What follows belongs to an exercise in optimizing a design on an open flow for small area, a short achievable clock period and few clock cycles per item; a production flow would make more cautious choices. The RTL was checked by simulation tests, not by an equivalence proof against the original design.

--- flow/flow/run.sh ---
#!/bin/bash
# The standard layout (the standard.sh, unchanged synthesis and steps),
# with one change: the port buffers that global placement inserts on every
# input and output are sky130_fd_sc_hd__buf_4 instead of the default cell.
set -euo pipefail
echo "export BUFFER_PORTS_ARGS = -buffer_cell sky130_fd_sc_hd__buf_4" >> config.mk
bash standard.sh > standard.log 2>&1
--- flow/standard.sh ---
#!/bin/bash
# synth_recipe.tcl (not shown) runs the flow's synth.tcl, then flattens the netlist and writes it again
# the make line also repeats each setting of config.mk as NAME=value (left out here)
make -C /OpenROAD-flow-scripts/flow DESIGN_CONFIG=/design/flow/config.mk WORK_HOME=/design/flow/orfs CLKGATE_MAP_FILE= SYNTH_SCRIPT=/design/flow/synth_recipe.tcl "${@:-finish}"
--- flow/config.mk ---
export PLATFORM = sky130hd
export DESIGN_NAME = crc_unit
export DESIGN_NICKNAME = crc_unit
export VERILOG_FILES = /design/flow/design.v
export SDC_FILE = /design/flow/constraint.sdc
export NUM_CORES = 8
export LEC_CHECK = 0
export CAP_MARGIN = 20
export CORE_MARGIN = 2
export CORE_UTILIZATION = 30
export SETUP_SLACK_MARGIN = 1.5
export SLEW_MARGIN = 20
export BUFFER_PORTS_ARGS = -buffer_cell sky130_fd_sc_hd__buf_4
--- flow/constraint.sdc ---
create_clock -name core_clock -period 45.0 [get_ports {clk}]
set_input_delay 9.0000 -clock core_clock [delete_from_list [all_inputs] [get_ports {clk}]]
set_output_delay 9.0000 -clock core_clock [all_outputs]
set_load 0.01 [all_outputs]
--- flow/design.v ---
module crc_unit (
    input  wire        clk,
    input  wire        rst,              
    input  wire [6:0]  cfg_width,        
    input  wire [63:0] cfg_poly,         
    input  wire [63:0] cfg_init,
    input  wire [63:0] cfg_xorout,
    input  wire [5:0]  cfg_opts,         
    input  wire [63:0] cfg_prefix,       
    input  wire [3:0]  cfg_prefix_len,   
    input  wire [11:0] cfg_alive_off,
    input  wire        in_valid,
    output wire        in_ready,
    input  wire        in_sof,
    input  wire        in_eof,
    input  wire [3:0]  in_count,         
    input  wire [63:0] in_data,          
    input  wire        discard,
    input  wire        rebase,
    output reg         res_valid,
    output reg  [63:0] res_value,
    output reg  [2:0]  res_verdict,      
    output reg  [31:0] messages,
    output reg  [31:0] rejections
);
    localparam [2:0] V_NONE = 3'd0, V_OK = 3'd1, V_DIFFERS = 3'd2,
                     V_OOS  = 3'd3, V_BASE = 3'd4;
    localparam [2:0] S_RDY  = 3'd0,   
                     S_LOAD = 3'd1,   
                     S_IDLE = 3'd2,   
                     S_P0   = 3'd3,   
                     S_P1   = 3'd4,   
                     S_P2   = 3'd5,   
                     S_P3   = 3'd6,   
                     S_PF   = 3'd7;   
    integer i, j;
    genvar  gt, gi;
    reg        rst_q;
    reg [5:0]  opts_q;
    reg [6:0]  w_q;
    reg [11:0] aoff_q;
    reg [3:0]  plen_q;
    reg [63:0] xo_q;
    wire opt_refin  = opts_q[0];
    wire opt_refout = opts_q[1];
    wire opt_alive  = opts_q[3];
    wire opt_verify = opts_q[4];
    wire opt_bigend = opts_q[5];
    reg  [6:0] align;
    reg  [3:0] k_q;          
    reg  [8:0] k_oh;
    reg        pref;
    wire [3:0] k_w = opt_verify ? ((w_q + 7'd7) >> 3) : 4'd0;
    always @(posedge clk) begin
        align <= 7'd64 - w_q;
        k_q   <= k_w;
        for (i = 0; i < 9; i = i + 1)
            k_oh[i] <= (k_w == i);
        pref  <= opts_q[2] && (plen_q != 4'd0);
    end
    reg [63:0] poly_q;       
    reg [63:0] mu_q;         
    reg [63:0] start_q;      
    reg [2:0]  seq_q;
    reg        rdy_q;
    reg        rdy_o;        
    assign in_ready = rdy_o;
    reg        v0, sof0, eof0, pf0, d0, rb0;
    reg [3:0]  c0;
    reg [8:0]  c0h;          
    reg [63:0] x0;
    reg [16:0] dsx;          
    reg [8:0]  n0_q;         
    reg [8:0]  n1_q;         
    reg        r_poly;       
    reg        s_cfg;        
    reg [63:0] crc_q;        
    reg [63:0] hold_q;       
    reg [8:0]  d_q;          
    reg [12:0] pos_q;
    reg [7:0]  ctr_q;
    reg        open_q;
    reg        e1;           
    reg [7:0]  base_q;
    reg        base_held_q;
    wire        active   = v0 && !pf0 && (sof0 || open_q);
    wire [8:0]  dcur     = pf0 ? 9'd1 : sof0 ? k_oh : d_q;
    wire        r_start  = sof0 && !s_cfg;
    wire [8:0]  nsl      = r_start ? n1_q : n0_q;
    wire [16:0] dsh      = sof0 ? 17'd0 : dsx;
    reg  [8:0]  dn, yh;       
    reg         lt;           
    always @(*) begin
        dn = 9'd0; lt = 1'b0;
        for (i = 0; i < 9; i = i + 1)
            for (j = 0; j < 9; j = j + 1) begin
                if (j >= i) dn[j-i] = dn[j-i] | (c0h[i] & dcur[j]);
                else        dn[0]   = dn[0]   | (c0h[i] & dcur[j]);
                if (i < j)  lt      = lt      | (c0h[i] & dcur[j]);
            end
        yh = (eof0 && lt) ? dcur : c0h;
    end
    wire [8:0] d_next = active ? dn : d_q;
    wire [63:0] X = {x0[7:0], x0[15:8], x0[23:16], x0[31:24],
                     x0[39:32], x0[47:40], x0[55:48], x0[63:56]};
    reg  [63:0] Xm;
    always @(*) begin
        for (i = 0; i < 8; i = i + 1)
            Xm[8*i +: 8] = (7 - i < c0) ? X[8*i +: 8] : 8'd0;
    end
    wire [127:0] Jm = {sof0 ? 64'd0 : hold_q, Xm};
    reg [63:0] Dr, Yl;
    always @(*) begin
        Dr = 64'd0;
        Yl = 64'd0;
        for (i = 0; i < 8; i = i + 1) begin
            for (j = 0; j < 17; j = j + 1) begin
                if (i + j <= 7)
                    Dr[8*i +: 8] = Dr[8*i +: 8] | ({8{dsx[j]}} & X[8*(i+j) +: 8]);
                else if (i + j <= 15)
                    Dr[8*i +: 8] = Dr[8*i +: 8] | ({8{dsh[j]}} & hold_q[8*(i+j-8) +: 8]);
            end
            for (j = 0; j < 9; j = j + 1)
                Yl[8*i +: 8] = Yl[8*i +: 8] | ({8{yh[j]}} & Jm[8*(i+8-j) +: 8]);
        end
    end
    reg [63:0] hold_new;
    always @(*) begin
        for (i = 0; i < 8; i = i + 1)
            hold_new[8*i +: 8] = (i < k_q) ? Yl[8*i +: 8] : 8'd0;
    end
    reg [63:0] Dref;
    always @(*) begin
        for (i = 0; i < 64; i = i + 1)
            Dref[i] = opt_refin ? Dr[8*(i/8) + 7 - (i%8)] : Dr[i];
    end
    wire [12:0] pos_cur   = sof0 ? 13'd0 : pos_q;
    wire [7:0]  ctr_cur   = sof0 ? 8'd0  : ctr_q;
    wire [12:0] alive_rel = {1'b0, aoff_q} - pos_cur;
    wire        alive_hit = ({1'b0, aoff_q} >= pos_cur) &&
                            (alive_rel < {9'd0, c0});
    wire [7:0]  ctr_new   = alive_hit ? x0[8*alive_rel[2:0] +: 8] : ctr_cur;
    wire [12:0] pos_new   = pos_cur[12] ? pos_cur : pos_cur + {9'd0, c0};
    wire [63:0] R_in = r_poly ? poly_q : r_start ? start_q : crc_q;
    reg  [63:0] Rhi, Rlo;
    always @(*) begin
        Rhi = 64'd0;
        Rlo = 64'd0;
        for (i = 0; i < 8; i = i + 1)
            for (j = 0; j < 9; j = j + 1) begin
                if (j > i)
                    Rhi[8*i +: 8] = Rhi[8*i +: 8] | ({8{nsl[j]}} & R_in[8*(i+8-j) +: 8]);
                if (j <= i)
                    Rlo[8*i +: 8] = Rlo[8*i +: 8] | ({8{nsl[j]}} & R_in[8*(i-j) +: 8]);
            end
    end
    wire [63:0] H = Rhi ^ Dref;
    wire [63:0] hp;      
    wire [63:0] q = H ^ hp;
    wire [63:0] lp;      
    assign hp[63] = 1'b0;
    generate
        for (gt = 0; gt < 63; gt = gt + 1) begin : g_hi
            wire [62-gt:0] pp;
            for (gi = gt + 1; gi < 64; gi = gi + 1) begin : g_p
                assign pp[gi-gt-1] = H[gi] & mu_q[64+gt-gi];
            end
            assign hp[gt] = ^pp;
        end
        for (gt = 0; gt < 64; gt = gt + 1) begin : g_lo
            wire [gt:0] pp;
            for (gi = 0; gi <= gt; gi = gi + 1) begin : g_p
                assign pp[gi] = q[gi] & poly_q[gt-gi];
            end
            assign lp[gt] = ^pp;
        end
    endgenerate
    wire [63:0] R_out = lp ^ Rlo;
    wire        sh_cfg = (seq_q == S_IDLE) || (seq_q == S_P0);
    reg  [63:0] crc_rev;
    always @(*) begin
        for (i = 0; i < 64; i = i + 1) crc_rev[i] = crc_q[63-i];
    end
    wire [63:0] sh_in  = (seq_q == S_IDLE) ? x0 :
                         (seq_q == S_P0)   ? start_q :
                         opt_refout        ? crc_q : crc_rev;
    wire [6:0]  sh_amt = (seq_q == S_IDLE)        ? 7'd64 - w_q :
                         (sh_cfg || !opt_refout) ? align : 7'd0;
    wire [63:0] sh_out = sh_in << sh_amt;
    reg [7:0] mu8;
    reg [7:0] mt;
    always @(*) begin
        mt  = sh_out[63:56];
        mu8 = 8'd0;
        for (i = 7; i >= 0; i = i - 1) begin
            mu8[i] = mt[i];
            if (mt[i])
                for (j = 0; j < i; j = j + 1)
                    mt[j] = mt[j] ^ sh_out[64-i+j];
        end
    end
    reg [63:0] A;
    always @(*) begin
        for (i = 0; i < 64; i = i + 1) A[i] = sh_out[63-i];
    end
    wire [63:0] result = A ^ xo_q;
    reg [63:0] hold_rev;     
    always @(*) begin
        hold_rev = 64'd0;
        for (i = 0; i < 8; i = i + 1)
            for (j = 1; j <= 8; j = j + 1)
                if (i < j)
                    hold_rev[8*i +: 8] = hold_rev[8*i +: 8] |
                                         ({8{k_oh[j]}} & hold_q[8*(j-1-i) +: 8]);
    end
    wire [63:0] recv  = opt_bigend ? hold_q : hold_rev;
    wire        match = (result == recv);
    reg [2:0] verdict;
    always @(*) begin
        if (!opt_verify)
            verdict = V_NONE;
        else if (!match)
            verdict = V_DIFFERS;
        else if (!opt_alive)
            verdict = V_OK;
        else if (!base_held_q)
            verdict = V_BASE;
        else if (ctr_q == base_q + 8'd1)
            verdict = V_OK;
        else
            verdict = V_OOS;
    end
    wire reject = (verdict == V_DIFFERS) || (verdict == V_OOS);
    reg open_next;
    always @(*) begin
        open_next = open_q;
        if (active) open_next = !eof0;
        if (d0 || rst_q) open_next = 1'b0;
    end
    wire restart = (!in_valid && !open_next && !(active && eof0)) || rst;
    function [2:0] adv(input [2:0] s, input p);
        case (s)
            S_RDY:   adv = S_RDY;
            S_P3:    adv = p ? S_PF : S_RDY;
            S_PF:    adv = S_RDY;
            default: adv = s + 3'd1;
        endcase
    endfunction
    wire [2:0] seq_adv  = adv(seq_q, pref);
    wire       pfsel    = (seq_q == S_P3) && pref;
    wire       x0_poly  = !rdy_q && !pfsel;           
    wire [2:0] seq_next = restart ? (x0_poly ? S_IDLE : S_LOAD) : seq_adv;
    wire       capn = rdy_q || pfsel;                 
    reg  [8:0] inh, n0, n1, n_seq, n_pf;
    reg [16:0] dsn, ds_pf;
    always @(*) begin
        case (seq_adv)
            S_P0, S_P1: n_seq = 9'b000000010;
            S_P2:       n_seq = 9'b000000100;
            S_P3:       n_seq = 9'b000010000;
            default:    n_seq = 9'b000000001;
        endcase
        for (i = 0; i < 9; i = i + 1) begin
            n_pf[i] = (plen_q == i);
            inh[i]  = (in_count == i);
        end
        for (i = 0; i < 17; i = i + 1)
            ds_pf[i] = ({1'b0, plen_q} == 8 - i);
        n0 = 9'd0; n1 = 9'd0; dsn = 17'd0;
        for (i = 0; i < 9; i = i + 1)
            for (j = 0; j < 9; j = j + 1) begin
                if (i >= j) begin
                    n0[i-j] = n0[i-j] | (inh[i] & d_next[j]);
                    n1[i-j] = n1[i-j] | (inh[i] & k_oh[j]);
                end else begin
                    n0[0] = n0[0] | (inh[i] & d_next[j]);
                    n1[0] = n1[0] | (inh[i] & k_oh[j]);
                end
                dsn[8-i+j] = dsn[8-i+j] | (inh[i] & k_oh[j]);
            end
    end
    wire [8:0]  n0_n  = rdy_q ? n0 : n_seq;
    wire [8:0]  n1_n  = pfsel ? n_pf : n1;
    wire [16:0] dsx_n = pfsel ? ds_pf : rdy_q ? dsn : 17'd0;
    always @(posedge clk) begin
        rst_q  <= rst;
        opts_q <= cfg_opts;
        w_q    <= cfg_width;
        aoff_q <= cfg_alive_off;
        plen_q <= cfg_prefix_len;
        xo_q   <= cfg_xorout;
        seq_q <= seq_next;
        rdy_q <= !restart && (adv(seq_adv, pref) == S_RDY);
        rdy_o <= !restart && (adv(seq_adv, pref) == S_RDY);
        v0   <= (in_valid && rdy_q) || (pfsel && !restart);
        sof0 <= pfsel || in_sof;
        eof0 <= pfsel ? 1'b0 : in_eof;
        pf0  <= pfsel;
        c0   <= pfsel ? plen_q : in_count;
        c0h  <= pfsel ? n_pf : inh;
        x0   <= rdy_q ? in_data : pfsel ? cfg_prefix : cfg_poly;
        d0   <= discard && !in_valid;
        rb0  <= rebase && !in_valid;
        n0_q   <= n0_n;
        n1_q   <= n1_n;
        dsx    <= dsx_n;
        r_poly <= !capn && (seq_adv == S_P0);
        s_cfg  <= !capn;
        if (seq_q == S_IDLE) begin
            poly_q  <= sh_out;
            mu_q    <= {mu8, 56'd0};
            start_q <= cfg_init;
        end
        if (seq_q == S_P0)
            start_q <= sh_out;
        if (seq_q == S_P1) mu_q[55:48] <= q[7:0];
        if (seq_q == S_P2) mu_q[47:32] <= q[15:0];
        if (seq_q == S_P3) mu_q[31:0]  <= q[31:0];
        if (v0 && pf0)
            start_q <= R_out;
        if (active || seq_q == S_P0 || seq_q == S_P1 || seq_q == S_P2)
            crc_q <= R_out;
        if (active) begin
            hold_q <= hold_new;
            pos_q  <= pos_new;
            ctr_q  <= ctr_new;
        end
        d_q    <= d_next;
        open_q <= open_next;
        e1     <= active && eof0 && !rst_q;
        res_valid   <= e1 && !rst && !rst_q;
        res_value   <= result;
        res_verdict <= verdict;
        if (e1) begin
            if (messages != 32'hFFFFFFFF)
                messages <= messages + 32'd1;
            if (reject && rejections != 32'hFFFFFFFF)
                rejections <= rejections + 32'd1;
            if (opt_verify && match && opt_alive &&
                (verdict == V_BASE || verdict == V_OK)) begin
                base_q      <= ctr_q;
                base_held_q <= 1'b1;
            end
        end
        if (rb0)
            base_held_q <= 1'b0;
        if (rst_q) begin
            messages    <= 32'd0;
            rejections  <= 32'd0;
            base_held_q <= 1'b0;
        end
    end
endmodule
==> results.toml <==
[setup_path]
end_kind = "primary output"
cp_slowest_cell = "dfxtp_1"
path_max_fanout = 1
critPathArrivalTime_ns = 1.52
max_stage_delay_ns = 0.54
cp.required_ns = 36.00
crit_buf_inv = 1
critical_path_class = "flip-flop to primary output"
cp-start-kind = "flip-flop"
cp_top_family = "flip-flops"
crit_chain = "buf_4"

[synthesis]
async_flop_share = 0
synth_top_area_cell = "xnor2_1"
synth.most_common_cell = "nand2_1"
synth.area.top_cells = "xnor2_1 (20%), nand2_1 (15%), edfxtp_1 (9.3%)"
netlist_area_um2 = 113000
synth_top_area_frac = 0.199
synth_cell_types = 104
avgSynthCellArea_um2 = 7.52
ys_seq_area_frac = 0.160
yosys_warnings = 1
synth-edff-count = 347
synth_seq_cells = 729
synthCells = 15000
ys.flop_type = "dfxtp_1"
synth_fp_nets = 15400
yosys-top-cells-count = "nand2_1 (4388), xnor2_1 (2557), xor2_1 (924)"

[timing]
tns_ns = 0
period_needed_ns = 10.52
slew-limit-headroom = 0.0383
rsz0062_at_grt = "false"
min_period_over_period = 0.234
finalSetupViolations = 0
slew_violations = 0
hold_viol = 0
fmax_ghz = 0.0951
worst_slew_pin_slew_ns = 1.43
finClkSkew_ns = 0.0619

[detailed_routing]
route.detailed.drc = 0
via_per_inst = 6.23
drt_wl_total_um = 671000
drt_iter0_drc = 24000
vias = 123000
first_pass_iters = 22
avgRoutedWirePerCell_um = 33.9
ant_nets = 0

[global_routing]
grt.total_usage = 0.337
grt_pass1_vias = 112000
grt_pass1_wl_um = 919000
antenna_found_initial = 75
grt-ovfl-total = 0
grt_max_degree = 143

[status]
outcome = "finished clean"

[final_layout]
final_nets = 15000
area_growth_pct = 10.7
layout-drive-gt1-share = 0.110

[clock_network]
cts_tree = "yes"
cts.sinks = 729
htree_levels = 3
path_clk_slew_ns = 0.07
clk_latency_ns = 0.77
clk_path_buf_depth = 3
root_buffer = "clkbuf_16"
cts_setup_buffers = 0
hold_buffers = 0
cts_resized = 0
cts_buffers = 83

[floorplan]
die_h_um = 617
die_w_um = 617
start_util = 0.302
rows = 224
die_area_um2 = 380000
core_region_area_um2 = 373000
pin_count = 493

[job]
drv_cap = 0

[min_path]
min_path_type = "flip-flop to flip-flop"

[place]
gp_congestion = 1.03
post-dp-hpwl_um = 438000
io_buffers = 492
==> cell families (layout without fill, tap and decap cells) <==
group	Yosys count	in the layout	share of synthesized area
AND/OR/NAND/NOR	5787	5787	0.211
XOR/XNOR	3943	3943	0.363
AO/OA/AOI/OAI	2348	2348	0.149
buffers and inverters	1673	1396	0.0653
flip-flops	729	729	0.160
multiplexers	469	469	0.0464
adder cells (fa/ha/maj)	35	35	0.00402
other	0	108	0
==> worst register-to-register path: stages, from the launching register on <==
cell and delay (ns):
dfxtp_4 0.65, buf_4 0.70, buf_4 0.67, nor4bb_1 0.15, a311o_1 0.53, a222oi_1 0.81
xor2_4 0.29, buf_4 0.77, nand2_1 0.23, xnor2_1 0.23, xnor2_1 0.10, xnor2_1 0.31
xnor2_1 0.20, xnor3_1 0.43, xnor2_4 0.15, buf_4 0.46, buf_4 0.75, nand2_1 0.15
xnor2_1 0.17, xnor2_1 0.13, xnor2_1 0.86, xor3_1 0.79, mux2_2 0.40
==> path summary, 6_finish.rpt <==
path | from | to | slack, ns | cells after the start
hold reg to reg | rb0 | base_held_q | 0.40 | 1
setup reg to reg | r_poly | start_q[51] | 34.77 | 22
hold / removal | rb0 | base_held_q | 0.40 | 1
setup / recovery | res_value[20] | res_value[20] | 34.48 | 1
==> stage by stage <==
step / std cells / instance area (um^2) / setup WS, ns / util / hold slack, ns
5_1_grt: 19700 / 125000 / 34.49 / 0.334 / 0.423
2_1_floorplan: 15000 / 113000 / 34.06 / - / 0.373
4_1_cts: 19700 / 124000 / 34.49 / 0.333 / 0.407
6_report: 19800 / 125000 / 34.48 / 0.334 / 0.404
3_3_place_gp: 19500 / 121000 / 33.81 / 0.325 / 0.389
3_5_place_dp: 19500 / 121000 / 33.80 / 0.325 / 0.402
==> placed cells by master (no fill, tap or decap), drive strengths merged, types with 152 or more instances in the layout <==
master | synthesis | routed
a21oi | 266 | 266
a22oi | 594 | 594
buf | 778 | 1114
dfxtp | 382 | 382
edfxtp | 347 | 347
mux2i | 326 | 326
nand2 | 4390 | 4390
nand3 | 372 | 372
nor2 | 455 | 455
o211ai | 152 | 152
o21ai | 334 | 334
o22ai | 188 | 188
xnor2 | 2563 | 2563
xnor3 | 437 | 437
xor2 | 924 | 924
==> per-layer routing <==
| metal | vias to the layer above | GRT usage | share of wire |
|---|---|---|---|
| li1 | 49800 | - | - |
| met1 | 58300 | 0.396 | 0.34 |
| met2 | 11800 | 0.472 | 0.39 |
| met3 | 3341 | 0.138 | 0.16 |
| met4 | 42 | 0.291 | 0.11 |
| met5 | - | 0.0111 | 0.00090 |
==> flip-flops by register name, summed over array words and instances, names as in the netlist, 7 cells and up <==
register,flops
crc_q,64
align,7
d_q,9
rejections,32
dsx,16
ctr_q,8
pos_q,13
n0_q,9
c0h,9
hold_q,64
poly_q,63
w_q,7
xo_q,64
mu_q,63
messages,32
aoff_q,12
base_q,8
x0,64
res_value,64
start_q,64
n1_q,9
k_oh,9
==> area by class of cell <==
type,instances,area [um^2]
sequential,729,18100
clock inverter,50,669
fill,39300,248000
inverter,127,488
tap,4972,6220
clock buffer,105,2300
antenna,108,270
timing repair buffer,1114,8460
multi-input combinational,12600,88200
Testbench counts, summed over its fixed seeds: cycles 12,804, octets 87,825.

-- static timing again, ports no longer ideal --
The results above use ideal ports. As a check the final layout listed here was re-extracted and re-timed, cells and wires unchanged. Step 1 (the two cells are an assumption about what drives the block):
set clk [get_ports {clk}]
set_driving_cell -lib_cell sky130_fd_sc_hd__clkbuf_16 $clk
set_driving_cell -lib_cell sky130_fd_sc_hd__buf_2 [delete_from_list [all_inputs] $clk]
Step 2 also shifts input and output timing later by t, the mid clock arrival at the registers, as if the neighbouring blocks saw the same clock. a / b / c = ideal ports / drivers / drivers and shift; a / b = the first two.
t (ns): 0.838
slack for setup (ns): 34.484 / 34.384 / 33.776
latest minus earliest clock arrival (ns): 0.062 / 0.062
worst slew at a driven data input, ns: 0.12
After both steps setup and hold are still met in this run. The setup slack of this run moves by -0.100 ns with the drivers and by -0.708 ns with both steps.
